Context: an optimization exercise on an open-source flow, tuned for small area, a short achievable clock period and few clock cycles per item. The choices shown serve that exercise and are no tape-out recipe. RTL that was checked went through simulation tests only; none was proved equivalent to the original. Function not checked in runs 1 and 2: the RTL went through the layout flow alone. No activity file was given, so power comes from the tool's default toggle rates.

[run.sh]
#!/bin/bash
# synth_recipe.tcl (not shown) runs the flow's synth.tcl, then flattens the netlist and writes it again
# the make line also repeats each setting of config.mk as NAME=value (left out here)
make -C /OpenROAD-flow-scripts/flow DESIGN_CONFIG=/design/flow/config.mk WORK_HOME=/design/flow/orfs CLKGATE_MAP_FILE= SYNTH_SCRIPT=/design/flow/synth_recipe.tcl finish
[config.mk]
export PLATFORM = sky130hd
export DESIGN_NAME = apg_addr
export DESIGN_NICKNAME = apg_addr
export VERILOG_FILES = /design/flow/design.v
export SDC_FILE = /design/flow/constraint.sdc
export NUM_CORES = 8
export LEC_CHECK = 0
export ABC_AREA = 1
export CAP_MARGIN = 20
export CORE_MARGIN = 2
export CORE_UTILIZATION = 60
export SLEW_MARGIN = 20
[constraint.sdc]
create_clock -name core_clock -period 150.0 [get_ports {clk}]
set_input_delay 30.0000 -clock core_clock [delete_from_list [all_inputs] [get_ports {clk}]]
set_output_delay 30.0000 -clock core_clock [all_outputs]
set_load 0.01 [all_outputs]
[design.v]
module apg_add35 (
    input  wire [34:0] a,
    input  wire [34:0] b,
    input  wire        cin,
    input  wire        kill,
    output wire [34:0] s
);
    wire [35:0] c;
    assign c[0] = cin;
    genvar k;
    generate
        for (k = 0; k < 35; k = k + 1) begin : g
            wire ck = c[k] & ~kill;
            assign s[k]   = a[k] ^ b[k] ^ ck;
            assign c[k+1] = (a[k] & b[k]) | (a[k] & ck) | (b[k] & ck);
        end
    endgenerate
endmodule
module apg_cmp32 (
    input  wire [31:0] a,
    input  wire [31:0] b,
    input  wire        cin,
    output wire        co
);
    wire [32:0] c;
    assign c[0] = cin;
    genvar k;
    generate
        for (k = 0; k < 32; k = k + 1) begin : g
            assign c[k+1] = (a[k] & b[k]) | (a[k] & c[k]) | (b[k] & c[k]);
        end
    endgenerate
    assign co = c[32];
endmodule
module apg_unit (
    input  wire        clk,
    input  wire        rst,       
    input  wire        x_c,       
    input  wire        x_ext,
    input  wire        x_i,       
    input  wire        x_nmx,     
    input  wire        x_and,     
    input  wire        y_f,       
    input  wire        y_w,       
    input  wire        y_i,       
    input  wire        y_b,       
    input  wire        y_o,       
    input  wire        y_d,       
    input  wire        y_nmn,     
    input  wire        y_sx,      
    input  wire        y_inv,     
    input  wire        cin,
    input  wire        kill,      
    input  wire [15:0] fld,
    input  wire [31:0] wdata,
    input  wire [31:0] other_c,
    input  wire [33:0] dq,
    input  wire        c_we,      
    input  wire        ext_we,    
    input  wire        b_we,
    input  wire        i_we,
    input  wire        min_we,    
    input  wire        max_we,    
    output reg  [31:0] c,
    output reg  [31:0] b,
    output reg  [31:0] i,
    output wire [34:0] sum,
    output wire        ge,        
    output wire        le,        
    output wire        inr        
);
    reg [31:0] nmn, nmx;
    reg [1:0]  ext;
    reg        gef, lef;
    wire [34:0] xv = ({35{x_c}} & {{x_ext & ext[1]}, {2{x_ext}} & ext, c}) |
                     ({35{x_i}} & {3'b000, i}) |
                     ({35{x_nmx}} & {3'b000, nmx}) |
                     ({35{x_and}} & {3'b000, c & ~dq[31:0]});
    wire [31:0] fext = {{16{fld[15]}}, fld};
    wire [31:0] y32  = ({32{y_f}} & fext) | ({32{y_w}} & wdata) |
                       ({32{y_i}} & i) | ({32{y_b}} & b) | ({32{y_o}} & other_c) |
                       ({32{y_d}} & dq[31:0]) | ({32{y_nmn}} & nmn);
    wire        sx   = y_sx & y32[31];
    wire [34:0] yraw = {sx | y_d, sx | (y_d & dq[33]), sx | (y_d & dq[32]), y32};
    wire [34:0] yv   = yraw ^ {35{y_inv}};
    apg_add35 u_add (.a(xv), .b(yv), .cin(cin), .kill(kill), .s(sum));
    wire gt;
    apg_cmp32 u_ge (.a(sum[31:0]), .b(nmn), .cin(1'b1), .co(ge));
    apg_cmp32 u_gt (.a(sum[31:0]), .b(nmx), .cin(1'b0), .co(gt));
    assign le  = ~gt;
    assign inr = gef & lef;
    always @(posedge clk) begin
        if (c_we | rst) c <= sum[31:0];
        if (b_we | rst) b <= sum[31:0];
        if (i_we | rst) i <= sum[31:0];
        if (rst) begin
            nmn <= 32'hFFFF_FFFF; nmx <= 32'h0;
            gef <= 1'b1; lef <= 1'b1;
        end else begin
            if (c_we) begin
                gef <= ge;
                lef <= le;
            end
            if (min_we) begin
                nmn <= ~wdata;
                gef <= ~sum[34];
            end
            if (max_we) begin
                nmx <= ~wdata;
                lef <= sum[34];
            end
        end
        if (ext_we) ext <= sum[33:32];
    end
endmodule
module apg_addr (
    input  wire        clk,
    input  wire        rst,
    input  wire        cmd_valid,
    output wire        cmd_ready,
    input  wire [1:0]  cmd_type,
    input  wire [47:0] cmd_data,
    output reg         res_valid,
    output reg         res_fault,
    output wire [1:0]  res_stat,
    output wire [31:0] res_xc,
    output wire [31:0] res_yc,
    output wire [31:0] res_xb,
    output wire [31:0] res_yb,
    output wire [31:0] res_xi,
    output wire [31:0] res_yi
);
    reg        ev;
    reg [1:0]  et;
    reg [47:0] ed;
    reg        rdy;
    reg        busy;
    assign cmd_ready = rdy;
    reg [1:0]  pe;       
    reg [1:0]  pdir;     
    reg        pc;       
    reg        ct;       
    reg        cdir;     
    reg        cw;       
    reg [2:0]  es;       
    reg [33:0] dq;       
    reg        xr, yr;   
    reg        rst_q;
    always @(posedge clk) rst_q <= rst;
    wire act   = ev & ~busy;
    wire isvec = act & (et == 2'd0);
    wire iswr  = act & (et == 2'd1);
    wire isst  = act & (et == 2'd2);
    wire [7:0]  off = ed[39:32];
    wire wr_stat = iswr & (off == 8'h04);
    wire [1:0] wr_c   = {iswr & (off == 8'h30), iswr & (off == 8'h10)};
    wire [1:0] wr_b   = {iswr & (off == 8'h34), iswr & (off == 8'h14)};
    wire [1:0] wr_min = {iswr & (off == 8'h38), iswr & (off == 8'h18)};
    wire [1:0] wr_max = {iswr & (off == 8'h3C), iswr & (off == 8'h1C)};
    wire [1:0] wr_i   = {iswr & (off == 8'h40), iswr & (off == 8'h20)};
    wire [23:0] op [0:1];
    assign op[0] = ed[47:24];
    assign op[1] = ed[23:0];
    wire [1:0] ill, cry, wrp;
    wire [1:0] o_inc, o_dec, o_add, o_sub, o_load, o_swap, o_xor, o_ldi, o_addi, o_save;
    wire [1:0] s0, s1, s2, s3;
    genvar u;
    generate
        for (u = 0; u < 2; u = u + 1) begin : dec
            wire [3:0] code = op[u][23:20];
            wire [1:0] src  = op[u][19:18];
            assign wrp[u] = op[u][17];
            assign cry[u] = op[u][16];
            assign o_inc[u]  = code == 4'h1;
            assign o_dec[u]  = code == 4'h2;
            assign o_add[u]  = code == 4'h3;
            assign o_sub[u]  = code == 4'h4;
            assign o_load[u] = code == 4'h5;
            assign o_swap[u] = code == 4'h6;
            assign o_xor[u]  = code == 4'h7;
            assign o_ldi[u]  = code == 4'h8;
            assign o_addi[u] = code == 4'h9;
            assign o_save[u] = code == 4'hA;
            wire noopnd = (code == 4'h0) | o_inc[u] | o_dec[u] | o_swap[u] | o_save[u];
            assign ill[u] = (code > 4'hA) | (noopnd & ((src != 2'b00) | (op[u][15:0] != 16'h0)));
            assign s0[u] = src == 2'd0;
            assign s1[u] = src == 2'd1;
            assign s2[u] = src == 2'd2;
            assign s3[u] = src == 2'd3;
        end
    endgenerate
    wire fault = ill[0] | ill[1] | (cry[0] & cry[1]);
    wire xv    = isvec & ~fault;           
    wire        fix   = busy & (pe[0] | pe[1]);
    wire        wu    = ~pe[0];            
    wire        fdir  = wu ? pdir[1] : pdir[0];
    wire        carry = busy & ~pe[0] & ~pe[1] & pc;
    wire        f_set = fix & (es == 3'd0);
    wire        f_it  = fix & (es == 3'd1 || es == 3'd2 || es == 3'd3);
    wire        f_p1  = fix & (es == 3'd4);
    wire        f_p2  = fix & (es == 3'd5);
    wire        pow2  = ~|(~dq[33:1] & dq[32:0]);
    wire [34:0] sum [0:1];
    wire [1:0]  ge, le, inr;
    wire [31:0] cq [0:1];
    wire [31:0] bq [0:1];
    wire [31:0] iq [0:1];
    wire [1:0] uses_opnd = o_add | o_sub | o_load | o_xor | o_ldi | o_addi;
    wire [1:0] step      = o_inc | o_dec | o_add | o_sub;
    wire [1:0] ge35, le35, inwin;
    wire [1:0] need, up, cy_up, cy_dn, acc;
    generate
        for (u = 0; u < 2; u = u + 1) begin : un
            wire on_set   = f_set & (wu == u);
            wire on_it    = f_it & (wu == u);
            wire on_p1    = f_p1 & (wu == u);
            wire on_p2    = f_p2 & (wu == u);
            wire on_cy    = carry & (ct == u);
            wire x_c   = xv & (step[u] | o_xor[u] | o_save[u]) | wr_min[u] | wr_max[u] |
                         on_it | on_p1 | on_cy;
            wire x_ext = on_it | on_p1;
            wire x_i   = xv & o_addi[u];
            wire x_nmx = on_set;
            wire x_and = on_p2;
            wire y_f   = xv & uses_opnd[u] & s0[u];
            wire y_i   = xv & uses_opnd[u] & s1[u];
            wire y_b   = xv & uses_opnd[u] & s2[u] | isst;
            wire y_o   = xv & (uses_opnd[u] & s3[u] | o_swap[u]);
            wire y_w   = wr_c[u] | wr_b[u] | wr_i[u] | wr_min[u] | wr_max[u];
            wire y_d   = on_it;
            wire y_nmn = on_set | on_p1 | on_p2;
            wire y_sx  = xv & (o_add[u] | o_sub[u]);
            wire y_inv = xv & (o_dec[u] | o_sub[u]) | wr_min[u] | wr_max[u] | on_set |
                         (on_it & ~fdir) | on_p2 | (on_cy & ~cdir);
            wire cin   = xv & (o_inc[u] | o_sub[u]) | wr_min[u] | on_p1 |
                         (on_it & ~fdir) | (on_cy & cdir);
            wire kill  = xv & o_xor[u];
            assign acc[u] = dq[33] & (fdir ? ge35[u] : le35[u]);
            wire c_we  = xv & (step[u] | o_load[u] | o_swap[u] | o_xor[u]) | wr_c[u] | isst |
                         (on_it & acc[u]) | on_p1 | on_p2 | on_cy;
            wire ext_we = xv | on_cy | (on_it & acc[u]);
            apg_unit u_unit (
                .clk(clk), .rst(rst_q),
                .x_c(x_c), .x_ext(x_ext), .x_i(x_i), .x_nmx(x_nmx), .x_and(x_and),
                .y_f(y_f), .y_w(y_w), .y_i(y_i), .y_b(y_b), .y_o(y_o), .y_d(y_d), .y_nmn(y_nmn),
                .y_sx(y_sx), .y_inv(y_inv), .cin(cin), .kill(kill),
                .fld(op[u][15:0]), .wdata(ed[31:0]), .other_c(cq[1-u]), .dq(dq),
                .c_we(c_we), .ext_we(ext_we), .b_we(xv & o_save[u] | wr_b[u]),
                .i_we(xv & (o_ldi[u] | o_addi[u]) | wr_i[u]),
                .min_we(wr_min[u]), .max_we(wr_max[u]),
                .c(cq[u]), .b(bq[u]), .i(iq[u]),
                .sum(sum[u]), .ge(ge[u]), .le(le[u]), .inr(inr[u])
            );
            wire [34:0] s = sum[u];
            assign ge35[u]  = ~s[34] & (s[33] | s[32] | ge[u]);
            assign le35[u]  = s[34] | (~s[33] & ~s[32] & le[u]);
            assign inwin[u] = ~s[34] & ~s[33] & ~s[32] & ge[u] & le[u];
            wire wm = (on_cy ? cw : wrp[u]) & inr[u];
            assign need[u] = wm & ~inwin[u];
            assign up[u]   = ~s[34] & (s[33] | s[32] | ~le[u]);
            assign cy_up[u] = cry[u] & step[u] & (wm ? need[u] & up[u] : ~s[34] & (s[33] | s[32]));
            assign cy_dn[u] = cry[u] & step[u] & (wm ? need[u] & ~up[u] : s[34]);
        end
    endgenerate
    wire [1:0] v_need = {xv & step[1] & need[1], xv & step[0] & need[0]};
    wire [1:0] v_rerr = {xv & step[1] & wrp[1] & ~inr[1], xv & step[0] & wrp[0] & ~inr[0]};
    wire       v_cy   = xv & (cy_up[0] | cy_dn[0] | cy_up[1] | cy_dn[1]);
    wire       v_more = v_need[0] | v_need[1] | v_cy;
    wire        it_acc   = wu ? acc[1] : acc[0];
    wire        it_done  = it_acc & (wu ? inwin[1] : inwin[0]);
    wire        fix_done = (f_it & it_done) | f_p2;
    wire        cy_need  = carry & (ct ? need[1] : need[0]);
    wire        cy_rerr  = carry & cw & ~(ct ? inr[1] : inr[0]);
    wire [1:0]  pe_b = {pe[1] & ~(fix & wu & fix_done), pe[0] & ~(fix & ~wu & fix_done)} |
                       {cy_need & ct, cy_need & ~ct};
    wire        pc_b = pc & ~carry;
    wire        b_more = pe_b[0] | pe_b[1] | pc_b;
    always @(posedge clk) begin
        if (rst) begin
            ev <= 1'b0;
            rdy <= 1'b1;
            busy <= 1'b0;
            res_valid <= 1'b0;
            res_fault <= 1'b0;
            es <= 3'd0;
        end else begin
            if (rdy) begin
                ev <= cmd_valid;
                et <= cmd_type;
                ed <= cmd_data;
            end
            res_valid <= 1'b0;
            if (!busy) begin
                if (act) begin
                    res_fault <= isvec & fault;
                    if (v_more) begin
                        busy <= 1'b1;
                        rdy  <= 1'b0;
                    end else begin
                        res_valid <= 1'b1;
                    end
                end
                pe   <= v_need;
                pdir <= up;
                pc   <= v_cy;
                ct   <= cy_up[0] | cy_dn[0];
                cdir <= cy_up[0] | cy_up[1];
                cw   <= (cy_up[0] | cy_dn[0]) ? wrp[1] : wrp[0];
            end else begin
                pe <= pe_b;
                if (cy_need) begin
                    if (ct) pdir[1] <= cdir;
                    else    pdir[0] <= cdir;
                end
                pc <= pc_b;
                if (f_set) es <= 3'd1;
                else if (f_it) begin
                    if (it_done) es <= 3'd0;
                    else if (es == 3'd1 && pow2) es <= 3'd4;
                    else if (es != 3'd3 && !it_acc) es <= 3'd3;
                    else if (es == 3'd1) es <= 3'd2;
                end
                else if (f_p1) es <= 3'd5;
                else if (f_p2) es <= 3'd0;
                if (!b_more) begin
                    busy <= 1'b0;
                    rdy <= 1'b1;
                    res_valid <= 1'b1;
                end
            end
        end
        if (rst_q) begin
            xr <= 1'b0;
            yr <= 1'b0;
        end else if (!busy) begin
            if (v_rerr[0] | wr_stat & ed[0]) xr <= v_rerr[0];
            if (v_rerr[1] | wr_stat & ed[1]) yr <= v_rerr[1];
        end else begin
            if (cy_rerr & ~ct) xr <= 1'b1;
            if (cy_rerr &  ct) yr <= 1'b1;
        end
        if (f_set)
            dq <= wu ? sum[1][33:0] : sum[0][33:0];
        else if ((es == 3'd1 || es == 3'd2) && it_acc && !it_done)
            dq <= {dq[32:0], 1'b0};
        else
            dq <= {1'b1, dq[33:1]};
    end
    assign res_stat = {yr, xr};
    assign res_xc = cq[0];
    assign res_yc = cq[1];
    assign res_xb = bq[0];
    assign res_yb = bq[1];
    assign res_xi = iq[0];
    assign res_yi = iq[1];
endmodule
==> results of run 1 <==
## worst paths after layout
check                                    start                                end  slack, ns  cells after the start
max                un[0].u_unit.c[0]$_DFFE_PP_                          res_xc[0]     118.30                      1
min          un[1].u_unit.nmn[30]$_SDFFE_PP1P_  un[1].u_unit.nmn[30]$_SDFFE_PP1P_       0.47                      2
max reg2reg                   ed[27]$_DFFE_PP_                      dq[4]$_DFF_P_     125.40                    121
min reg2reg  un[1].u_unit.nmn[30]$_SDFFE_PP1P_  un[1].u_unit.nmn[30]$_SDFFE_PP1P_       0.47                      2
## kinds of logic after synthesis
group | after synthesis | share of synthesized area [%]
xor gates and xnor gates | 72 | 2.64
buffers and inverters | 603 | 9.60
adders and majority gates | 68 | 5.62
DFF | 431 | 46.1
and+or+nand+nor | 830 | 14.2
AOI/OAI and AO/OA | 839 | 21.8
## registers in the layout, summed over array words and instances, names as in the netlist, 3 cells and up
register       flops
un.u_unit.c       64
un.u_unit.b       64
un.u_unit.ext      4
dq                34
un.u_unit.i       64
un.u_unit.nmx     64
es                 3
ed                48
un.u_unit.nmn     64
## metal layers
| metal | vias up | wire [µm] | share of wire, % |
|---|---|---|---|
| met5 | - | 0 | 0 |
| met4 | 0 | 7240 | 7.6 |
| met3 | 582 | 15100 | 16 |
| met2 | 2244 | 39800 | 42 |
| met1 | 11100 | 33100 | 35 |
| li1 | 10200 | - | - |
## cell type report
type	count	area [µm²]
Fill cell	3174	11100
Sequential cell	431	11200
Tap cell	525	657
Multi-Input combinational cell	1809	10800
Inverter	458	1720
Clock buffer	62	1260
Clock inverter	22	216
Antenna cell	2	5.00
Timing Repair Buffer	293	2840
## through the flow
step / hold slack (ns) / utilization (%) / cell area [µm²]
floorplan: 0.443 / - / 24200
global placement: 0.452 / 68.3 / 27200
detailed placement: 0.458 / 68.4 / 27200
CTS: 0.472 / 72.1 / 28700
global route: 0.489 / 72.1 / 28700
finish: 0.468 / 72.1 / 28700
## cells in the final DEF, fill, tap and decap left out, types with 4 or more instances in the layout
cell             instances
clkdlybuf4s50_1        249
a221o_1                 12
fa_1                    68
bufinv_16                4
nand3_2                  4
xnor2_1                 21
nand3b_1                 5
nand4_1                 18
nor4_1                   7
o211ai_1                65
o221ai_1                53
a21oi_1                208
dfxtp_1                176
nor3_1                  15
xor2_1                  50
clkbuf_1                12
a2111oi_0                7
nand2_1                458
edfxtp_1               254
o21ai_0                221
nand3_1                 92
inv_2                   19
clkinv_2                 8
clkinv_1                 8
o2111ai_1               20
nand2_2                  8
o22ai_1                 83
a22oi_1                 64
clkbuf_16               47
buf_4                   42
nor2_2                   9
nor2_1                 192
inv_1                  438
a211oi_1                10
o21ai_1                 30
a221oi_1                46
nor3_2                   4
## power by group
| group | total (mW) | internal, mW | switching [mW] |
|---|---|---|---|
| sequential | 0.134 | 0.129 | 0.00452 |
| combinational | 0.0189 | 0.00766 | 0.0113 |
| clock | 0.114 | 0.0656 | 0.0489 |
==> summary.md, run 1 <==
| Metric | Value |
|---|---|
| Status | complete, no violations |
| Worst Path Arrival | 1.70 ns |
| Synthesis-to-finish area growth | 18.6% |
| Pwr dens | 9.31 nW/µm² |
| Worst-Skew Late Latency | 0.61 ns |
| Nets | 3160 |
| Routed WL | 95.2 mm |
| Synth top area share | 31.5% |
| Remaining DRCs | 0 |
| Core box area | 39800 µm² |
| GR peak layer | met2 |
| Overflow after GRT | 0 |
| Pre-CTS setup slack | 117.75 ns |
| Net Count, Synth | 2964 |
| H-tree depth | 2 |
| Die Area | 42000 µm² |
| Die X | 205 µm |
| Syn Inst Count | 2843 |
| Initial antenna violation count | 1 |
| Synth Area per Inst | 8.52 µm² |
| Starting density of the core | 60.8% |
| Met2 Usage GRT | 65.4% |
| Async set-reset flop share out of synthesis | 0% |
| Cell area after synthesis | 24200 µm² |
| Pins Over Slew Limit | 0 |
| Post-route setup TNS | 0 ns |
| Worst Path Max Fanout | 3 |
| Row count | 73 |
| Crit path kind | reg2out |
| Fmax | 0.0315 GHz |
| Non-filler cells, final | 3602 |
| VDD IR-drop max | 0.0108 mV |
| Post CTS Setup Buffer Count | 0 |
| # hold bufs at CTS | 0 |
| Type of origin of the critical path | register |
| Data required time at the worst endpoint | 120.00 ns |
| 1st-pass router iterations | 7 |
| Inserted Clock Buffers | 46 |
| Drt wl/cell | 26.4 µm |
| Gr usage total | 45.1% |
| MaxCap Viol Count | 0 |
| Vias in the first global route | 23500 |
| Crit path cell chain | clkdlybuf4s50_1 |
| Final setup fails | 0 |
| Top_reg_cell synth | edfxtp_1 |
| Cts repair resizes | 0 |
| Synth area leader | edfxtp_1 |
| Io pins | 250 |
| Max Clock Skew | 0.0298 ns |
| Post-route ant nets | 0 |
| Placed cells | 3516 |
| I/O Buffers | 249 |
| Top post-synthesis cells by area | edfxtp_1 32%, dfxtp_1 15%, nand2_1 7.2% |
| Crit-path leading delay family | buffers and inverters |
| 1st-iter DRT viols | 3955 |
| Routing usage on met3 | 15.7% |
| Clock Tree Buf Depth | 3 |
| Die Y | 205 µm |
| Crit. End Element | output port |
| Worst slew margin | 24.2% |
| Share of layout cells above drive strength 1 | 5.82% |
| Most frequent cell after synthesis | nand2_1 |
| YS warnings | 2 |
| Tightest Pin Transition | 1.13 ns |
| Post-synthesis sequential area ratio | 46.1% |
| RSZ-0062 raised after global routing | no |
| Largest net degree at the start of global routing | 71 |
| CP max-delay cell | clkdlybuf4s50_1 |
| Yosys reg bits | 431 |
| Worst Path Buf+Inv | 1 |
| Clock root buffer | clkbuf_16 |
| Hold Vio Cnt, Final | 0 |
| GPL Wtd Cong | 0.984 |
| Dpl hpwl | 62.8 mm |
| Crit path time final | 31.70 ns |
| Worst setup margin | 118.30 ns |
| Vias/cell | 6.72 |
| CTS sink cnt | 431 |
| Fin crit share | 21.1% |
| Path type of the worst min-delay path | reg2reg |
| P_leak | 11.7 nW |
| Vias | 24200 |
| Clock tree from TritonCTS | done |
| Routing usage on met1 | 57.1% |
| Netlist cell types | 58 |
| Synth top cells by count | 463 x nand2_1, 439 x inv_1, 254 x edfxtp_1 |
| Worst-path clk slew | 0.07 ns |
| Total chip power | 0.267 mW |
| First-pass GRT wire length | 140 mm |
| Crit-path max cell delay | 0.60 ns |
| Post-synth EDFFs | 254 |
==> run 2, diff against run 1 <==
==> flow/run.sh (new file) <==
#!/bin/bash
# Layout flow: the standard layout, with the ports buffered by the
# smallest buffer (sky130_fd_sc_hd__buf_1) instead of the one buffer_ports
# picks by default.  Each tool's output goes to its own log here and under
# orfs/logs.
set -euo pipefail
export BUFFER_PORTS_ARGS="-buffer_cell sky130_fd_sc_hd__buf_1"
bash standard.sh > standard_make.log 2>&1
==> standard.sh (new file) <==
#!/bin/bash
# synth_recipe.tcl (not shown) runs the flow's synth.tcl, then flattens the netlist and writes it again
# the make line also repeats each setting of config.mk as NAME=value (left out here)
make -C /OpenROAD-flow-scripts/flow DESIGN_CONFIG=/design/flow/config.mk WORK_HOME=/design/flow/orfs CLKGATE_MAP_FILE= SYNTH_SCRIPT=/design/flow/synth_recipe.tcl "${@:-finish}"
removed: run.sh
==> summary.md, run 2 <==
| Metric | Value |
|---|---|
| Clock root buffer | clkbuf_16 |
| Worst-path clk slew | 0.06 ns (about the same) |
| Seq pwr share | 50.0% (about the same) |
| YS warnings | 2 (unchanged) |
| Hold Path End | un[1].u_unit.nmn[30]$_SDFFE_PP1P_ |
| Post-route ant nets | 0 (unchanged) |
| Post-layout util | 68.4% (-3.7 points) |
| Clk pwr share | 44.4% (+1.6 points) |
| P_int | 0.202 mW (-0.44%) |
| Vias | 24000 (-0.60%) |
| R2R cell count | 123 (+1.7%) |
| Inserted Clock Buffers | 47 (+2.2%) |
| Nets | 3163 (+0.095%) |
| Max Clock Skew | 0.0265 ns (-0.00334 ns) |
| CTS sink cnt | 431 (unchanged) |
| Routed WL | 95.1 mm (-0.16%) |
| Hold_sp | un[1].u_unit.nmn[30]$_SDFFE_PP1P_ |
| Critical R2R Launch | pe[0]$_DFFE_PN_ |
| Type of origin of the critical path | register |
| Pwr dens | 9.82 nW/µm² (+5.4%) |
| I/O Buffers | 249 (unchanged) |
| Post CTS Setup Buffer Count | 0 (unchanged) |
| Core box area | 39800 µm² (unchanged) |
| Vias in the first global route | 23100 (-1.6%) |
| Net Count, Synth | 2964 (unchanged) |
| Die Y | 205 µm (unchanged) |
| Dpl hpwl | 62.9 mm (about the same) |
| Stages on the worst setup path | 1 (unchanged) |
| Hold Vio Cnt, Final | 0 (unchanged) |
| P_leak | 11.1 nW (-5.1%) |
| Cts repair resizes | 0 (unchanged) |
| Worst Path Buf+Inv | 1 (unchanged) |
| Post-route setup TNS | 0 ns (unchanged) |
| Reg2reg end | dq[1]$_DFF_P_ |
| Clock tree from TritonCTS | done |
| 1st-pass router iterations | 13 (+6) |
| Clock Tree Buf Depth | 3 (unchanged) |
| Crit path cell chain | buf_1 |
| Switching power | 0.0658 mW (+1.7%) |
| Synth area leader | edfxtp_1 |
| MaxCap Viol Count | 0 (unchanged) |
| Post-synth EDFFs | 254 (unchanged) |
| Netlist cell types | 58 (unchanged) |
| H-tree depth | 2 (unchanged) |
| Combinational Power Share | 5.5% (-1.6 points) |
| Commonest non-fill, non-tap cell in the layout | nand2_1 |
| Crit. End Element | output port |
| Row count | 73 (unchanged) |
| Crit-path leading delay family | flip-flops |
| Worst setup path start | un[0].u_unit.i[0]$_DFFE_PP_ |
| Pins Over Slew Limit | 0 (unchanged) |
| Total chip power | 0.268 mW (about the same) |
| CP max-delay cell | edfxtp_1 |
| # hold bufs at CTS | 0 (unchanged) |
| Crit path kind | reg2out |
| Largest net degree at the start of global routing | 72 (+1.4%) |
| Filler instances | 3341 (+5.3%) |
| Worst Path Max Fanout | 3 (unchanged) |
| Fmax | 0.0319 GHz (+1.1%) |
| GPL Wtd Cong | 0.995 (+1.1%) |
| Initial antenna violation count | 2 (+1) |
| Switch share | 24.6% (+0.39 points) |
| Overflow after GRT | 0 (unchanged) |
| Cell area after synthesis | 24200 µm² (unchanged) |
| Yosys reg bits | 431 (unchanged) |
| Die Area | 42000 µm² (unchanged) |
| Top post-synthesis cells by area | edfxtp_1 32%, dfxtp_1 15%, nand2_1 7.2% |
| Worst Path Arrival | 1.37 ns (-0.33 ns) |
| Fin crit share | 20.9% (-0.22 points) |
| Reg2reg setup slack | 125.14 ns (-0.26 ns) |
| Worst Hold Depth | 2 (unchanged) |
| Vias/cell | 6.66 (-0.76%) |
| RSZ-0062 raised after global routing | no |
| First-pass GRT wire length | 139 mm (-0.68%) |
| Synth top area share | 31.5% (unchanged) |
| Commonest non-fill, non-tap cells in the layout | 457 x nand2_1, 437 x inv_1, 254 x edfxtp_1, 249 x buf_1, 221 x o21ai_0 |
| Data required time at the worst endpoint | 120.00 ns (about the same) |
| Synth Area per Inst | 8.52 µm² (unchanged) |
| Io pins | 250 (unchanged) |
| Synthesis-to-finish area growth | 12.6% |
| Worst slew margin | 36.2% (+12 points) |
| Worst-Skew Late Latency | 0.61 ns (about the same) |
| Async set-reset flop share out of synthesis | 0% (unchanged) |
| Final setup fails | 0 (unchanged) |
| Most frequent cell after synthesis | nand2_1 |
| Syn Inst Count | 2843 (unchanged) |
| Die X | 205 µm (unchanged) |
| 1st-iter DRT viols | 3578 (-9.5%) |
| Crit path time final | 31.37 ns (-0.331 ns) |
| Post-synthesis sequential area ratio | 46.1% (unchanged) |
| Design area | 27300 µm² (-5.1%) |
| Drt wl/cell | 26.4 µm (-0.32%) |
| Status | complete, no violations |
| VDD IR-drop max | 0.0101 mV (-6.4%) |
| Top_reg_cell synth | edfxtp_1 |
| Starting density of the core | 60.8% (unchanged) |
| Synth top cells by count | 463 x nand2_1, 439 x inv_1, 254 x edfxtp_1 |
| DP Area | 25700 µm² (-5.7%) |
| Share of layout cells above drive strength 1 | 6.10% (+0.28 points) |
| Gr usage total | 44.8% (-0.33 points) |
| Path type of the worst min-delay path | reg2reg |
| Remaining DRCs | 0 (unchanged) |
| Tightest Pin Transition | 0.955 ns (-0.178 ns) |
| Crit-path max cell delay | 0.54 ns (-0.06 ns) |
==> run 2: changes by cell type in the layout (fill, tap and decap cells not counted), sizes merged <==
cell           previous run  this run
bufinv                    4         3
clkinv                   17        15
clkinvlp                  1         0
clkbuf                   62        68
clkdlybuf4s50           249         0
buf                      44       295
inv                     458       460
==> run 2: power by group through the flow <==
stage	Combinational (mW)	Sequential, mW	Clock, mW
6_report	0.0148	0.134	0.119
5_1_grt	0.0158	0.134	0.123
3_3_place_gp	0.0140	0.136	0
3_5_place_dp	0.0143	0.136	0
2_1_floorplan	0.00640	0.135	0
4_1_cts	0.0144	0.133	0.119
==> run 2: stage by stage <==
stage / setup WS (ns) / instances / hold slack (ns)
floorplan: 117.23 / 2843 / 0.443
global placement: 118.30 / 3517 / 0.450
CTS: 118.69 / 3606 / 0.473
detailed placement: 118.22 / 3518 / 0.459
global route: 118.67 / 3606 / 0.486
finish: 118.63 / 3608 / 0.472
==> run 2: worst max-delay path by stage <==
| stage | end | slack (ns) |
|---|---|---|
| 6_report | res_xi[0] | 118.63 |
| 5_1_grt | res_xi[0] | 118.67 |
| 4_1_cts | res_xi[0] | 118.69 |
| 3_5_place_dp | ed[8]$_DFFE_PP_ | 118.22 |
| 3_3_place_gp | ed[12]$_DFFE_PP_ | 118.30 |
| 2_1_floorplan | ed[0]$_DFFE_PP_ | 117.23 |
==> run 2: cells by family (layout without fill, tap and decap cells) <==
logic type,count (synthesis),in the layout,synth area share [%]
fa+ha+maj,68,68,5.62
xor+xnor,72,72,2.64
simple gates,830,830,14.2
buf+inv,603,841,9.60
compound gates,839,839,21.8
flops,431,431,46.1
other cells,0,2,0
==> run 2: cell type report <==
class | instances | area [µm²] | area share [%]
multi-input combinational | 1809 | 10800 | 39.8
antenna | 2 | 5.00 | 0.0184
inverter | 458 | 1720 | 6.31
sequential | 431 | 11200 | 41.0
clock inverter | 20 | 196 | 0.721
timing repair buffer | 295 | 1300 | 4.77
clock buffer | 68 | 1370 | 5.02
tap | 525 | 657 | 2.41
==> run 2: routing by layer <==
layer  share of wire (%)  global-route usage (%)  up-vias
met3                  16                    14.2      507
met5               0.055                       0        -
li1                    -                       -    10200
met2                  42                    65.1     2219
met4                 6.9                    27.2        2
met1                  36                    58.5    11100
==> run 3, diff against run 2 <==
--- a/design.v
+++ b/design.v
@@ -35,5 +35,5 @@
 module apg_unit (
     input  wire        clk,
-    input  wire        rst,       
+    input  wire        rst,
     input  wire        x_c,       
     input  wire        x_ext,
@@ -91,15 +91,16 @@
     assign inr = gef & lef;
     always @(posedge clk) begin
-        if (c_we | rst) c <= sum[31:0];
-        if (b_we | rst) b <= sum[31:0];
-        if (i_we | rst) i <= sum[31:0];
         if (rst) begin
+            c <= 32'h0; b <= 32'h0; i <= 32'h0;
             nmn <= 32'hFFFF_FFFF; nmx <= 32'h0;
             gef <= 1'b1; lef <= 1'b1;
         end else begin
             if (c_we) begin
+                c   <= sum[31:0];
                 gef <= ge;
                 lef <= le;
             end
+            if (b_we) b <= sum[31:0];
+            if (i_we) i <= sum[31:0];
             if (min_we) begin
                 nmn <= ~wdata;
@@ -146,6 +147,4 @@
     reg [33:0] dq;       
     reg        xr, yr;   
-    reg        rst_q;
-    always @(posedge clk) rst_q <= rst;
     wire act   = ev & ~busy;
     wire isvec = act & (et == 2'd0);
@@ -241,5 +240,5 @@
             wire ext_we = xv | on_cy | (on_it & acc[u]);
             apg_unit u_unit (
-                .clk(clk), .rst(rst_q),
+                .clk(clk), .rst(rst),
                 .x_c(x_c), .x_ext(x_ext), .x_i(x_i), .x_nmx(x_nmx), .x_and(x_and),
                 .y_f(y_f), .y_w(y_w), .y_i(y_i), .y_b(y_b), .y_o(y_o), .y_d(y_d), .y_nmn(y_nmn),
@@ -283,4 +282,6 @@
             res_valid <= 1'b0;
             res_fault <= 1'b0;
+            xr <= 1'b0;
+            yr <= 1'b0;
             es <= 3'd0;
         end else begin
@@ -307,4 +308,6 @@
                 cdir <= cy_up[0] | cy_up[1];
                 cw   <= (cy_up[0] | cy_dn[0]) ? wrp[1] : wrp[0];
+                if (v_rerr[0] | wr_stat & ed[0]) xr <= v_rerr[0];
+                if (v_rerr[1] | wr_stat & ed[1]) yr <= v_rerr[1];
             end else begin
                 pe <= pe_b;
@@ -314,4 +317,6 @@
                 end
                 pc <= pc_b;
+                if (cy_rerr & ~ct) xr <= 1'b1;
+                if (cy_rerr &  ct) yr <= 1'b1;
                 if (f_set) es <= 3'd1;
                 else if (f_it) begin
@@ -330,14 +335,4 @@
             end
         end
-        if (rst_q) begin
-            xr <= 1'b0;
-            yr <= 1'b0;
-        end else if (!busy) begin
-            if (v_rerr[0] | wr_stat & ed[0]) xr <= v_rerr[0];
-            if (v_rerr[1] | wr_stat & ed[1]) yr <= v_rerr[1];
-        end else begin
-            if (cy_rerr & ~ct) xr <= 1'b1;
-            if (cy_rerr &  ct) yr <= 1'b1;
-        end
         if (f_set)
             dq <= wu ? sum[1][33:0] : sum[0][33:0];
==> run.sh (new file) <==
#!/bin/bash
# synth_recipe.tcl (not shown) runs the flow's synth.tcl, then flattens the netlist and writes it again
# the make line also repeats each setting of config.mk as NAME=value (left out here)
make -C /OpenROAD-flow-scripts/flow DESIGN_CONFIG=/design/flow/config.mk WORK_HOME=/design/flow/orfs CLKGATE_MAP_FILE= SYNTH_SCRIPT=/design/flow/synth_recipe.tcl finish
removed: flow/run.sh
removed: standard.sh
==> summary.md, run 3 <==
| Metric | Value |
|---|---|
| Fin crit share | 21.4% (+0.44 points) |
| Crit path time final | 32.03 ns (+0.655 ns) |
| Yosys reg bits | 430 (-0.23%) |
| CTS sink cnt | 430 (-0.23%) |
| Synthesis-to-finish area growth | 17.6% |
| Fmax | 0.0312 GHz (-2.0%) |
| YS warnings | 2 (unchanged) |
| Cell area after synthesis | 24500 µm² (+1.0%) |
| R2R cell count | 120 (-2.4%) |
| GPL Wtd Cong | 1.04 (+4.6%) |
| Worst Path Buf+Inv | 4 (+3) |
| Crit. End Element | register |
| Clock root buffer | clkbuf_16 |
| Data required time at the worst endpoint | 150.55 ns (+30.55 ns) |
| Crit-path leading delay family | buffers and inverters |
| Pins Over Slew Limit | 0 (unchanged) |
| Nets | 3532 (+12%) |
| Die Y | 206 µm (+0.49%) |
| Net Count, Synth | 3401 (+15%) |
| Worst slew margin | 22.5% (-14 points) |
| Commonest non-fill, non-tap cell in the layout | nand2_1 |
| Critical R2R Launch | ed[19]$_DFFE_PP_ |
| Vias | 27300 (+13%) |
| Share of layout cells above drive strength 1 | 4.99% (-1.1 points) |
| I/O Buffers | 249 (unchanged) |
| Inserted Clock Buffers | 47 (unchanged) |
| Die Area | 42400 µm² (+0.98%) |
| Max Clock Skew | 0.0285 ns (+0.00202 ns) |
| Worst Path Max Fanout | 126 (+123) |
| Starting density of the core | 61.1% (+0.33 points) |
| H-tree depth | 2 (unchanged) |
| Post-route setup TNS | 0 ns (unchanged) |
| Core box area | 40000 µm² (+0.46%) |
| Reg2reg setup slack | 125.27 ns (+0.13 ns) |
| Netlist cell types | 52 (-10%) |
| Drt wl/cell | 26.8 µm (+1.7%) |
| Dpl hpwl | 73.5 mm (+17%) |
| Post CTS Setup Buffer Count | 0 (unchanged) |
| Initial antenna violation count | 1 (-1) |
| Stages on the worst setup path | 6 (+5) |
| RSZ-0062 raised after global routing | no |
| Worst-Skew Late Latency | 0.63 ns (+0.02 ns) |
| Routed WL | 107 mm (+12%) |
| Vias/cell | 6.86 (+3.0%) |
| Clock Tree Buf Depth | 3 (unchanged) |
| 1st-iter DRT viols | 4637 (+30%) |
| # hold bufs at CTS | 0 (unchanged) |
| Most frequent CP cell | buf_4 |
| Die X | 206 µm (+0.49%) |
| MaxCap Viol Count | 0 (unchanged) |
| 1st-pass router iterations | 7 (-6) |
| Top_reg_cell synth | dfxtp_1 |
| CP max-delay cell | buf_4 |
| Row count | 73 (unchanged) |
| Synth area leader | dfxtp_1 |
| Synth top cells by count | 462 x nand2_1, 434 x inv_1, 371 x o21ai_0 |
| VDD IR-drop max | 0.0102 mV (+0.48%) |
| Hold Vio Cnt, Final | 0 (unchanged) |
| Clock tree from TritonCTS | done |
| Post-route ant nets | 0 (unchanged) |
| Path type of the worst min-delay path | reg2reg |
| Reg2reg end | un[0].u_unit.c[13]$_SDFFE_PP0P_ |
| Worst setup path start | rst |
| Pwr dens | 8.94 nW/µm² (-8.9%) |
| Cts repair resizes | 0 (unchanged) |
| Overflow after GRT | 0 (unchanged) |
| Synth Area per Inst | 7.45 µm² (-12%) |
| Worst-path clk slew | 0.07 ns (about the same) |
| Gr usage total | 49.8% (+4.9 points) |
| Synth top area share | 30.1% (-1.4 points) |
| Syn Inst Count | 3280 (+15%) |
| Tightest Pin Transition | 1.16 ns (+0.208 ns) |
| Vias in the first global route | 25900 (+12%) |
| First-pass GRT wire length | 158 mm (+13%) |
| Commonest non-fill, non-tap cells in the layout | 455 x nand2_1, 434 x inv_1, 370 x o21ai_0, 368 x dfxtp_1, 353 x a21oi_1 |
| Type of origin of the critical path | input port |
| Crit path kind | in2reg |
| Post-synthesis sequential area ratio | 37.7% (-8.4 points) |
| Largest net degree at the start of global routing | 129 (+79%) |
| Filler instances | 3190 (-4.5%) |
| Status | complete, no violations |
| Post-layout util | 71.9% (+3.4 points) |
| Final setup fails | 0 (unchanged) |
| P_leak | 12.3 nW (+11%) |
| Remaining DRCs | 0 (unchanged) |
| Worst setup path end | un[1].u_unit.nmx[14]$_SDFFE_PP0P_ |
| Io pins | 250 (unchanged) |
| Top post-synthesis cells by area | dfxtp_1 30%, edfxtp_1 7.6%, o21ai_0 7.6% |
| Post-synth EDFFs | 62 (-76%) |
| Async set-reset flop share out of synthesis | 0% (unchanged) |
| Worst Path Arrival | 32.58 ns (+31.21 ns) |
| Crit-path max cell delay | 0.93 ns (+0.39 ns) |
| Most frequent cell after synthesis | nand2_1 |
| Crit path cell chain | clkdlybuf4s50_1, buf_4, inv_6, buf_4, o21ai_0, a21oi_1 |
==> run 3: worst min-delay path by stage <==
stage	startpoint	endpoint	slack (ns)	cells past startpoint
after floorplan	un[0].u_unit.nmn[10]$_SDFFE_PP1P_	un[0].u_unit.nmn[10]$_SDFFE_PP1P_	0.45	2
after global placement	un[0].u_unit.nmn[28]$_SDFFE_PP1P_	un[0].u_unit.nmn[28]$_SDFFE_PP1P_	0.45	2
after detailed placement	un[0].u_unit.nmn[11]$_SDFFE_PP1P_	un[0].u_unit.nmn[11]$_SDFFE_PP1P_	0.46	2
after CTS	un[0].u_unit.nmn[12]$_SDFFE_PP1P_	un[0].u_unit.nmn[12]$_SDFFE_PP1P_	0.48	2
after global routing	res_fault$_SDFFE_PP0P_	res_fault$_SDFFE_PP0P_	0.50	2
final	un[0].u_unit.nmn[11]$_SDFFE_PP1P_	un[0].u_unit.nmn[11]$_SDFFE_PP1P_	0.48	2
==> run 3: area by class of cell <==
class | count | area, µm² | share of cell area, %
multi-input combinational | 2191 | 12800 | 44.5
clock inverter | 17 | 215 | 0.748
inverter | 449 | 1690 | 5.88
sequential | 430 | 9230 | 32.1
antenna | 3 | 7.51 | 0.0261
timing repair buffer | 292 | 2820 | 9.80
tap | 525 | 657 | 2.28
clock buffer | 67 | 1350 | 4.71
==> run 3: report_power, final <==
group          switching [mW]  internal [mW]
logic                 0.00747        0.00436
clock network          0.0522         0.0700
registers             0.00427          0.119
==> run 3: tightest hold or removal path, stage by stage, from the launching register on <==
cell and delay, ns:
dfxtp_1 0.33, nand2_1 0.05, o211ai_1 0.06
==> run 3: cells by family (layout without fill, tap and decap cells) <==
| logic type | Yosys count | after routing | synth area share [%] |
|---|---|---|---|
| AOI/OAI and AO/OA | 1170 | 1170 | 28.6 |
| xor gates and xnor gates | 72 | 72 | 2.61 |
| adders and majority gates | 68 | 68 | 5.57 |
| buffers and inverters | 659 | 825 | 10.5 |
| DFF | 430 | 430 | 37.7 |
| muxes | 1 | 1 | 0.0563 |
| other | 0 | 3 | 0 |
| and+or+nand+nor | 880 | 880 | 14.9 |
==> run 3: metrics by stage <==
stage	instances	power, mW	setup WS (ns)	instance area, µm²	hold slack (ns)
3_3_place_gp	3887	0.136	117.55	27200	0.455
3_5_place_dp	3887	0.136	117.41	27200	0.462
5_1_grt	3971	0.261	117.87	28700	0.496
4_1_cts	3971	0.255	118.01	28700	0.477
6_report	3974	0.257	117.97	28800	0.477
2_1_floorplan	3280	0.129	117.05	24500	0.446
==> run 3: layer usage <==
| layer | vias to the layer above | GRT usage [%] | routed length, µm | part of all wire, % |
|---|---|---|---|---|
| li1 | 11600 | - | - | - |
| met1 | 12500 | 58.2 | 35400 | 33 |
| met2 | 2459 | 76.0 | 46200 | 43 |
| met3 | 720 | 11.5 | 13400 | 13 |
| met4 | 0 | 45.1 | 11600 | 11 |
| met5 | - | 0.476 | 0 | 0 |
Testbench counts of run 3, summed over its fixed seeds: cycles 37,813, items 32,000.
==> run 4, diff against run 3 <==
--- a/design.v
+++ b/design.v
@@ -35,5 +35,5 @@
 module apg_unit (
     input  wire        clk,
-    input  wire        rst,
+    input  wire        rst,       
     input  wire        x_c,       
     input  wire        x_ext,
@@ -91,16 +91,15 @@
     assign inr = gef & lef;
     always @(posedge clk) begin
+        if (c_we | rst) c <= sum[31:0];
+        if (b_we | rst) b <= sum[31:0];
+        if (i_we | rst) i <= sum[31:0];
         if (rst) begin
-            c <= 32'h0; b <= 32'h0; i <= 32'h0;
             nmn <= 32'hFFFF_FFFF; nmx <= 32'h0;
             gef <= 1'b1; lef <= 1'b1;
         end else begin
             if (c_we) begin
-                c   <= sum[31:0];
                 gef <= ge;
                 lef <= le;
             end
-            if (b_we) b <= sum[31:0];
-            if (i_we) i <= sum[31:0];
             if (min_we) begin
                 nmn <= ~wdata;
@@ -147,4 +146,6 @@
     reg [33:0] dq;       
     reg        xr, yr;   
+    reg        rst_q;
+    always @(posedge clk) rst_q <= rst;
     wire act   = ev & ~busy;
     wire isvec = act & (et == 2'd0);
@@ -191,10 +192,14 @@
     wire fault = ill[0] | ill[1] | (cry[0] & cry[1]);
     wire xv    = isvec & ~fault;           
+    reg         wu_r;
     wire        fix   = busy & (pe[0] | pe[1]);
-    wire        wu    = ~pe[0];            
+    wire        wu    = (es == 3'd0) ? ~pe[0] : wu_r;    
     wire        fdir  = wu ? pdir[1] : pdir[0];
-    wire        carry = busy & ~pe[0] & ~pe[1] & pc;
-    wire        f_set = fix & (es == 3'd0);
-    wire        f_it  = fix & (es == 3'd1 || es == 3'd2 || es == 3'd3);
+    wire        carry = busy & pc & ~(ct ? pe[1] : pe[0]);
+    reg         dmv, dmu;
+    wire        skip  = (es == 3'd0) & dmv & (dmu == wu);
+    wire        first = (es == 3'd1) | skip;
+    wire        f_set = fix & (es == 3'd0) & ~skip;
+    wire        f_it  = fix & (first || es == 3'd2 || es == 3'd3);
     wire        f_p1  = fix & (es == 3'd4);
     wire        f_p2  = fix & (es == 3'd5);
@@ -240,5 +245,5 @@
             wire ext_we = xv | on_cy | (on_it & acc[u]);
             apg_unit u_unit (
-                .clk(clk), .rst(rst),
+                .clk(clk), .rst(rst_q),
                 .x_c(x_c), .x_ext(x_ext), .x_i(x_i), .x_nmx(x_nmx), .x_and(x_and),
                 .y_f(y_f), .y_w(y_w), .y_i(y_i), .y_b(y_b), .y_o(y_o), .y_d(y_d), .y_nmn(y_nmn),
@@ -282,6 +287,4 @@
             res_valid <= 1'b0;
             res_fault <= 1'b0;
-            xr <= 1'b0;
-            yr <= 1'b0;
             es <= 3'd0;
         end else begin
@@ -308,6 +311,4 @@
                 cdir <= cy_up[0] | cy_up[1];
                 cw   <= (cy_up[0] | cy_dn[0]) ? wrp[1] : wrp[0];
-                if (v_rerr[0] | wr_stat & ed[0]) xr <= v_rerr[0];
-                if (v_rerr[1] | wr_stat & ed[1]) yr <= v_rerr[1];
             end else begin
                 pe <= pe_b;
@@ -317,12 +318,11 @@
                 end
                 pc <= pc_b;
-                if (cy_rerr & ~ct) xr <= 1'b1;
-                if (cy_rerr &  ct) yr <= 1'b1;
+                if (es == 3'd0) wu_r <= wu;
                 if (f_set) es <= 3'd1;
                 else if (f_it) begin
                     if (it_done) es <= 3'd0;
-                    else if (es == 3'd1 && pow2) es <= 3'd4;
-                    else if (es != 3'd3 && !it_acc) es <= 3'd3;
-                    else if (es == 3'd1) es <= 3'd2;
+                    else if (first && pow2) es <= 3'd4;
+                    else if (es != 3'd3 && (!it_acc || !dq[32])) es <= 3'd3;
+                    else if (first) es <= 3'd2;
                 end
                 else if (f_p1) es <= 3'd5;
@@ -335,10 +335,29 @@
             end
         end
+        if (rst_q) begin
+            xr <= 1'b0;
+            yr <= 1'b0;
+        end else if (!busy) begin
+            if (v_rerr[0] | wr_stat & ed[0]) xr <= v_rerr[0];
+            if (v_rerr[1] | wr_stat & ed[1]) yr <= v_rerr[1];
+        end else begin
+            if (cy_rerr & ~ct) xr <= 1'b1;
+            if (cy_rerr &  ct) yr <= 1'b1;
+        end
         if (f_set)
             dq <= wu ? sum[1][33:0] : sum[0][33:0];
-        else if ((es == 3'd1 || es == 3'd2) && it_acc && !it_done)
-            dq <= {dq[32:0], 1'b0};
-        else
+        else if (f_it && (first || es == 3'd2) && it_acc && !it_done) begin
+            if (dq[32] && !(first && pow2))
+                dq <= {dq[31:0], 2'b00};
+        end
+        else if (f_it && !(first && it_done))
             dq <= {1'b1, dq[33:1]};
+        if (rst || wr_min[dmu] || wr_max[dmu])
+            dmv <= 1'b0;
+        else if (f_set || f_p1)
+            dmv <= 1'b1;
+        else if (f_it && !(first && it_done))
+            dmv <= 1'b0;
+        if (f_set) dmu <= wu;
     end
     assign res_stat = {yr, xr};
--- a/config.mk
+++ b/config.mk
@@ -9,4 +9,6 @@
 export CAP_MARGIN = 20
 export CORE_MARGIN = 2
-export CORE_UTILIZATION = 60
+export CORE_UTILIZATION = 50
+export CTS_CLUSTER_DIAMETER = 100
+export CTS_CLUSTER_SIZE = 25
 export SLEW_MARGIN = 20
==> summary.md, run 4 <==
| Metric | Value |
|---|---|
| Post-route setup TNS | 0 ns (unchanged) |
| Metal3 WL | 12.8 mm (-4.9%) |
| # hold bufs at CTS | 0 (unchanged) |
| Crit. End Element | register |
| Synth top area share | 35.5% (+5.4 points) |
| GPL Wtd Cong | 0.973 (-6.6%) |
| Overflow after GRT | 0 (unchanged) |
| Met1 wire length | 38.6 mm (+9.0%) |
| Share of layout cells above drive strength 1 | 5.59% (+0.60 points) |
| Largest net degree at the start of global routing | 67 (-48%) |
| Design area | 28400 µm² (-1.2%) |
| Path type of the worst min-delay path | reg2reg |
| Inserted Clock Buffers | 21 (-55%) |
| Crit path time final | 31.78 ns (-0.243 ns) |
| Synth top cells by count | 443 x inv_1, 401 x nand2_1, 290 x edfxtp_1 |
| Clock root buffer | clkbuf_16 |
| Cts repair resizes | 0 (unchanged) |
| Vias/cell | 6.47 (-5.7%) |
| Final setup fails | 0 (unchanged) |
| Data required time at the worst endpoint | 150.22 ns (-0.33 ns) |
| Max Clock Skew | 0.0294 ns (+0.000946 ns) |
| Top_reg_cell synth | edfxtp_1 |
| Dpl hpwl | 70.5 mm (-4.2%) |
| Worst-path clk slew | 0.10 ns (+0.03 ns) |
| Hold Vio Cnt, Final | 0 (unchanged) |
| Post CTS Setup Buffer Count | 0 (unchanged) |
| Pins Over Slew Limit | 0 (unchanged) |
| Die Y | 226 µm (+9.6%) |
| I/O Buffers | 249 (unchanged) |
| DP Area | 27800 µm² (+2.4%) |
| Post-synth EDFFs | 290 (+370%) |
| Tightest Pin Transition | 1.12 ns (-0.0400 ns) |
| Worst-Skew Late Latency | 0.60 ns (-0.03 ns) |
| Synth Area per Inst | 8.83 µm² (+18%) |
| Cell area after synthesis | 24500 µm² (+0.38%) |
| Initial antenna violation count | 3 (+2) |
| Synthesis-to-finish area growth | 15.8% |
| Async set-reset flop share out of synthesis | 0% (unchanged) |
| Highest Signal Layer | met5 |
| Row count | 81 (+11%) |
| Die Area | 50900 µm² (+20%) |
| Type of origin of the critical path | input port |
| Gr usage total | 39.7% (-10 points) |
| Nets | 3094 (-12%) |
| Post-route ant nets | 0 (unchanged) |
| Area of the multi-input gates | 10800 µm² (-15%) |
| Starting density of the core | 50.5% (-11 points) |
| Commonest non-fill, non-tap cell in the layout | inv_1 |
| Top post-synthesis cells by area | edfxtp_1 35%, dfxtp_1 12%, inv_1 6.8% |
| Worst Path Max Fanout | 36 (-71%) |
| Routed wl met2 | 43.3 mm (-6.2%) |
| Net Count, Synth | 2900 (-15%) |
| Filler instances | 4377 (+37%) |
| Yosys reg bits | 434 (+0.93%) |
| Netlist cell types | 53 (+1.9%) |
| VDD IR-drop max | 0.00751 mV (-26%) |
| Die X | 226 µm (+9.6%) |
| 1st-pass router iterations | 8 (+1) |
| Register area | 11600 µm² (+26%) |
| Pwr dens | 7.80 nW/µm² (-13%) |
| Syn Inst Count | 2779 (-15%) |
| MaxCap Viol Count | 0 (unchanged) |
| P_leak | 11.1 nW (-9.8%) |
| Core box area | 48600 µm² (+22%) |
| Io pins | 250 (unchanged) |
| Worst Path Arrival | 32.00 ns (-0.58 ns) |
| Vias | 23400 (-14%) |
| Post-synthesis sequential area ratio | 47.2% (+9.5 points) |
| First-pass GRT wire length | 148 mm (-6.2%) |
| Crit path kind | in2reg |
| Clock Tree Buf Depth | 3 (unchanged) |
| Drt wl/cell | 28.0 µm (+4.6%) |
| Synth area leader | edfxtp_1 |
| Vias in the first global route | 22800 (-12%) |
| RSZ-0062 raised after global routing | no |
| Status | complete, no violations |
| Routed WL | 101 mm (-5.0%) |
| Worst slew margin | 25.0% (+2.5 points) |
| Pre-CTS setup slack | 117.57 ns (+0.164 ns) |
| H-tree depth | 1 (-1) |
| YS warnings | 2 (unchanged) |
| CTS sink cnt | 434 (+0.93%) |
| 1st-iter DRT viols | 3482 (-25%) |
| Commonest non-fill, non-tap cells in the layout | 442 x inv_1, 399 x nand2_1, 290 x edfxtp_1, 249 x clkdlybuf4s50_1, 228 x o21ai_0 |
| Most frequent cell after synthesis | inv_1 |
| Fmax | 0.0315 GHz (+0.77%) |
| Remaining DRCs | 0 (unchanged) |
| Fin crit share | 21.2% (-0.16 points) |
| Worst setup margin | 118.22 ns (+0.243 ns) |
| Clock tree from TritonCTS | done |
[run 4: cell count changes in the layout (fill, tap and decap cells not counted), sizes merged, moves of 23 or more]
cell / before / now
edfxtp: 62 / 290
dfxtp: 368 / 144
o21ai: 404 / 240
a21oi: 353 / 206
nand2: 469 / 415
xnor2: 12 / 53
xor2: 60 / 19
nand3: 114 / 80
clkbuf: 67 / 34
a221oi: 38 / 65
nor2: 236 / 209
o211ai: 80 / 57
[run 4: cell families (layout without fill, tap and decap cells)]
group / count (synthesis) / in the layout / synth area share [%]
and+or+nand+nor: 753 / 753 / 12.7
adders and majority gates: 68 / 68 / 5.55
buffers and inverters: 591 / 800 / 9.25
xor gates and xnor gates: 72 / 72 / 2.57
AOI/OAI and AO/OA: 861 / 861 / 22.7
other: 0 / 1 / 0
DFF: 434 / 434 / 47.2
[run 4: worst max-delay path, stage by stage]
cell	delay (ns)
clkdlybuf4s50_1	0.73
nor2_4	0.66
buf_4	0.56
[run 4: worst paths after layout]
| check | from | end | slack [ns] | cells past startpoint |
|---|---|---|---|---|
| min | res_fault$_SDFFE_PP0P_ | res_fault$_SDFFE_PP0P_ | 0.49 | 2 |
| max reg2reg | es[0]$_SDFFE_PP0P_ | dq[4]$_DFFE_PP_ | 125.06 | 125 |
| min reg2reg | res_fault$_SDFFE_PP0P_ | res_fault$_SDFFE_PP0P_ | 0.49 | 2 |
| max | rst | ed[5]$_DFFE_PP_ | 118.22 | 3 |
[run 4: metrics by stage]
| step | std cells | total power [mW] | hold WS [ns] | utilization (%) |
|---|---|---|---|---|
| 3_3_place_gp | 3572 | 0.156 | 0.464 | 57.2 |
| 3_5_place_dp | 3572 | 0.156 | 0.472 | 57.2 |
| 2_1_floorplan | 2779 | 0.143 | 0.454 | - |
| 4_1_cts | 3610 | 0.221 | 0.486 | 58.4 |
| 5_1_grt | 3610 | 0.227 | 0.499 | 58.4 |
| 6_report | 3611 | 0.222 | 0.488 | 58.4 |
[run 4: metal layers]
| metal | global-route usage [%] | up-vias |
|---|---|---|
| li1 | - | 10100 |
| met1 | 53.5 | 11100 |
| met2 | 59.1 | 1828 |
| met3 | 8.88 | 414 |
| met4 | 22.8 | 2 |
| met5 | 0 | - |
[run 4: cell type report]
| type | instances | area share (%) |
|---|---|---|
| sequential | 434 | 40.8 |
| multi-input combinational | 1754 | 38.0 |
| timing repair buffer | 302 | 10.2 |
| inverter | 460 | 6.09 |
| tap | 622 | 2.74 |
| clock buffer | 34 | 2.06 |
| clock inverter | 4 | 0.106 |
| antenna | 1 | 0.00880 |
[run 4: power by group]
group | switching (mW) | internal (mW) | leakage, nW
clock | 0.0407 | 0.0274 | 0.293
sequential | 0.00437 | 0.131 | 4.08
combinational | 0.0106 | 0.00754 | 6.73
Testbench counts of run 4, summed over its fixed seeds: cycles 36,730, items 32,000.

==> static timing again, ports no longer ideal <==
The results above use ideal ports. As a check the final layouts listed here were re-extracted and re-timed, cells and wires unchanged.
Step 1: set_driving_cell puts a clkbuf_16 on clk and a buf_2 on each other input, an assumption about the parent block.
Step 2 times the ports against the registers' clock, not the clock port: input delays grow and output delays shrink by t, the midpoint of the rising clock arrivals with the driver on.
a / b / c = ideal / step 1 / step 2; a / b = the first two.
run	t (ns)	setup WS [ns]	pins driven straight from the clock port
run 1	0.656	118.297 / 118.234 / 117.753	1
run 2	0.659	118.628 / 118.568 / 118.223	1
run 3	0.675	117.973 / 117.917 / 117.336	1
run 4	0.646	118.216 / 118.218 / 117.604	1
After both steps setup and hold are still met in every run listed. For run 3, which loses most, drivers alone change the setup slack by -0.056 ns; drivers and shift together by -0.637 ns.
